This is an optimization exercise on Yosys and OpenROAD, whose aim is small area, a short achievable clock period and few clock cycles per item, not a production implementation.
In this exercise RTL edits were held to simulation tests only and were not proved equivalent to the original.

== the previous run ==
## pu24_alu
module pu24_alu (
    input  wire        clk,
    input  wire        rst,
    input  wire        in_valid,
    output wire        in_ready,
    input  wire [1:0]  in_op,
    input  wire [31:0] in_a,
    input  wire [31:0] in_b,
    output reg         out_valid,
    output reg  [31:0] out_word,
    output reg  [3:0]  out_res,
    output reg         out_div0
);
    localparam OP_MUL  = 2'd0;
    localparam OP_MACS = 2'd1;
    localparam OP_MACA = 2'd2;
    localparam OP_DIV  = 2'd3;
    localparam [31:0] MAXW = 32'h7FFF_FFFF;
    localparam [31:0] MINW = 32'h8000_0001;
    function [5:0] lzc32;
        input [31:0] v;
        reg [15:0] v1; reg [15:0] c1;
        reg [7:0]  v2; reg [15:0] c2;
        reg [3:0]  v3; reg [11:0] c3;
        reg [1:0]  v4; reg [7:0]  c4;
        integer i;
        begin
            for (i = 0; i < 16; i = i + 1) begin
                v1[i] = v[2*i+1] | v[2*i];
                c1[i] = ~v[2*i+1];
            end
            for (i = 0; i < 8; i = i + 1) begin
                v2[i] = v1[2*i+1] | v1[2*i];
                c2[2*i+:2] = v1[2*i+1] ? {1'b0, c1[2*i+1]} : {1'b1, c1[2*i]};
            end
            for (i = 0; i < 4; i = i + 1) begin
                v3[i] = v2[2*i+1] | v2[2*i];
                c3[3*i+:3] = v2[2*i+1] ? {1'b0, c2[4*i+2+:2]} : {1'b1, c2[4*i+:2]};
            end
            for (i = 0; i < 2; i = i + 1) begin
                v4[i] = v3[2*i+1] | v3[2*i];
                c4[4*i+:4] = v3[2*i+1] ? {1'b0, c3[6*i+3+:3]} : {1'b1, c3[6*i+:3]};
            end
            lzc32 = (v4[1] | v4[0]) ? (v4[1] ? {2'b00, c4[7:4]} : {2'b01, c4[3:0]}) : 6'd32;
        end
    endfunction
    reg        rdy;
    reg        v0;
    reg [1:0]  op0;
    reg [31:0] a0;
    reg [31:0] b0;
    reg [15:0] b_one;     
    reg [15:0] b_two;
    reg [15:0] b_neg;
    reg [5:0]  a_rs;      
    reg [5:0]  b_rs;      
    assign in_ready = rdy;
    wire accept = in_valid & rdy;
    wire [32:0] in_bx = {in_b, 1'b0};
    reg  [15:0] in_one, in_two, in_neg;
    integer k;
    always @* begin
        for (k = 0; k < 16; k = k + 1) begin
            in_one[k] = in_bx[2*k+1] ^ in_bx[2*k];
            in_two[k] = (in_bx[2*k+2] & ~in_bx[2*k+1] & ~in_bx[2*k]) |
  ...
export LEC_CHECK = 0
export ABC_CLOCK_PERIOD_IN_PS = 5000
export CAP_MARGIN = 20
export CORE_MARGIN = 2
export CORE_UTILIZATION = 45
export CTS_CLUSTER_DIAMETER = 100
export CTS_CLUSTER_SIZE = 25
export SLEW_MARGIN = 20
create_clock -name core_clock -period 20.0 [get_ports {clk}]
standard.sh (not shown) runs the stock make flow with config.mk's settings and CLKGATE_MAP_FILE= SYNTH_SCRIPT=/design/flow/synth_recipe.tcl, a recipe that flattens the netlist after the stock synthesis.
==> flow/flow/run.sh <==
#!/bin/bash
set -euo pipefail
MARGIN=$(cat flow/margin.txt)
DONT_USE=$(cat flow/dont_use.txt)
bash standard.sh synth > standard_synth.log 2>&1
sed "s|\"\${@:-finish}\"|SETUP_SLACK_MARGIN=$MARGIN \"DONT_USE_CELLS=$DONT_USE\" \"\${@:-finish}\"|" standard.sh > standard_margin.sh
bash standard_margin.sh > standard.log 2>&1
==> flow/flow/dont_use.txt <==
sky130_fd_sc_hd__probe_p_8 sky130_fd_sc_hd__probec_p_8 sky130_fd_sc_hd__lpflow_* sky130_fd_sc_hd__clkdlybuf4s* sky130_fd_sc_hd__dlygate* sky130_fd_sc_hd__dlymetal*
==> flow/flow/margin.txt <==
14.8
The previous run did not stop at any stage, and its layout met the timing, DRC and antenna checks.
Testbench counts of the previous run, summed over its fixed seeds: cycles 8,833, items 4,800.
Changes in the current run relative to the previous run:
==> flow/flow/margin.txt <==
14.5
Notes after the runs:
- The run with more setup slack is the previous run; the current run has less.
- The previous run → the current run: worst reg-to-reg path cell count higher, buffers inserted during post-CTS setup optimization lower, non-clock buffer count lower, final cell count roughly the same.
- A slowest stage cell on the critical path of sky130_fd_sc_hd__dfxtp_4 is what the current run shows, while sky130_fd_sc_hd__dfxtp_1 belongs to the previous run.


Setup of the reference run:
Starting RTL as in the previous note.
Design pu24_alu, start of the top module:
module pu24_alu (
    input  wire        clk,
    input  wire        rst,
    input  wire        in_valid,
    output wire        in_ready,
    input  wire [1:0]  in_op,
    input  wire [31:0] in_a,
    input  wire [31:0] in_b,
    output reg         out_valid,
    output reg  [31:0] out_word,
    output reg  [3:0]  out_res,
    output reg         out_div0
);
    localparam OP_MUL  = 2'd0;
    localparam OP_MACS = 2'd1;
    localparam OP_MACA = 2'd2;
    localparam OP_DIV  = 2'd3;
    localparam [31:0] MAXW = 32'h7FFF_FFFF;
    localparam [31:0] MINW = 32'h8000_0001;
    function [5:0] lzc32;
        input [31:0] v;
        reg [15:0] v1; reg [15:0] c1;
        reg [7:0]  v2; reg [15:0] c2;
        reg [3:0]  v3; reg [11:0] c3;
        reg [1:0]  v4; reg [7:0]  c4;
        integer i;
        begin
            for (i = 0; i < 16; i = i + 1) begin
                v1[i] = v[2*i+1] | v[2*i];
                c1[i] = ~v[2*i+1];
            end
            for (i = 0; i < 8; i = i + 1) begin
  ...
export LEC_CHECK = 0
export ABC_CLOCK_PERIOD_IN_PS = 5000
export CAP_MARGIN = 20
export CORE_MARGIN = 2
export CORE_UTILIZATION = 45
export CTS_CLUSTER_DIAMETER = 100
export CTS_CLUSTER_SIZE = 25
export SLEW_MARGIN = 20
create_clock -name core_clock -period 20.0 [get_ports {clk}]
==> flow/flow/margin.txt <==
14.7
Scripts as last shown in full above: flow/flow/run.sh, flow/flow/dont_use.txt
No stage failed in the reference run, and the final checks on the layout all came back clean.
Testbench counts of the reference run, summed over its fixed seeds: cycles 8,833, items 4,800.
> inputs changed (the reference run -> the trial run)
==> flow/flow/run.sh <==
#!/bin/bash
# Layout flow: the standard ORFS flow (standard.sh, with the standard
# synthesis unchanged), with repair_timing asked to leave extra setup slack
# (SETUP_SLACK_MARGIN from flow/margin.txt) so that the layout is timed for
# a shorter period than the design's clock. The SDC is not changed.
set -euo pipefail
MARGIN=$(cat flow/margin.txt)
sed "s|\"\${@:-finish}\"|SETUP_SLACK_MARGIN=$MARGIN \"\${@:-finish}\"|" standard.sh > standard_margin.sh
bash standard_margin.sh > standard.log 2>&1
==> flow/flow/margin.txt <==
14.5
removed: flow/flow/dont_use.txt
==> comparison <==
The design area in the trial run was higher than what the reference run gave.
Time the final worst path needs with I/O delays and setup ended up 0.18 ns higher on the trial run than on the reference run.
The insertion delay to the later sink of the worst-skew pair was comparable across the reference run and the trial run.
The trial run vs. the reference run: clock skew after layout went up by 0.0038 ns; detailed-placement wirelength estimate went down by 4.4%.
Summary of the trial run over the reference run: all-layer global routing usage -0.32 points; clock network area share -0.21 points.
Compared with the reference run, the trial run shows instance area after placement that has gone up slightly.

## separate check: timing with driven ports
How much do the figures lean on ideal ports? The routed layouts below were timed once more, with nothing changed but the port constraints. Step 1 sets driving cells, clkbuf_16 on the clock port and buf_2 on the other inputs (assumed; they add their load-dependent delay and slew). Step 2, shift: input delay + t, output delay - t, t = (earliest + latest rising clock arrival at the registers) / 2. This alone moves slack from input paths to output paths. Three values: ideal, step 1, step 2; two values: the first two.
run | t, ns | slack for setup (ns) | worst setup path after step 2 | cell pins on the clock port's net
the previous run | 0.738 | 14.822 / 14.776 / 14.260 | input to register | 1
the current run | 0.724 | 14.600 / 14.600 / 14.064 | input to register | 1
the reference run | 0.750 | 14.752 / 14.683 / 14.153 | input to register | 1
the trial run | 0.741 | 14.577 / 14.565 / 13.878 | input to register | 1
After both steps every run listed still meets setup and hold. The setup slack of the trial run, which loses most, moves by -0.012 ns with the drivers and by -0.699 ns with both steps.
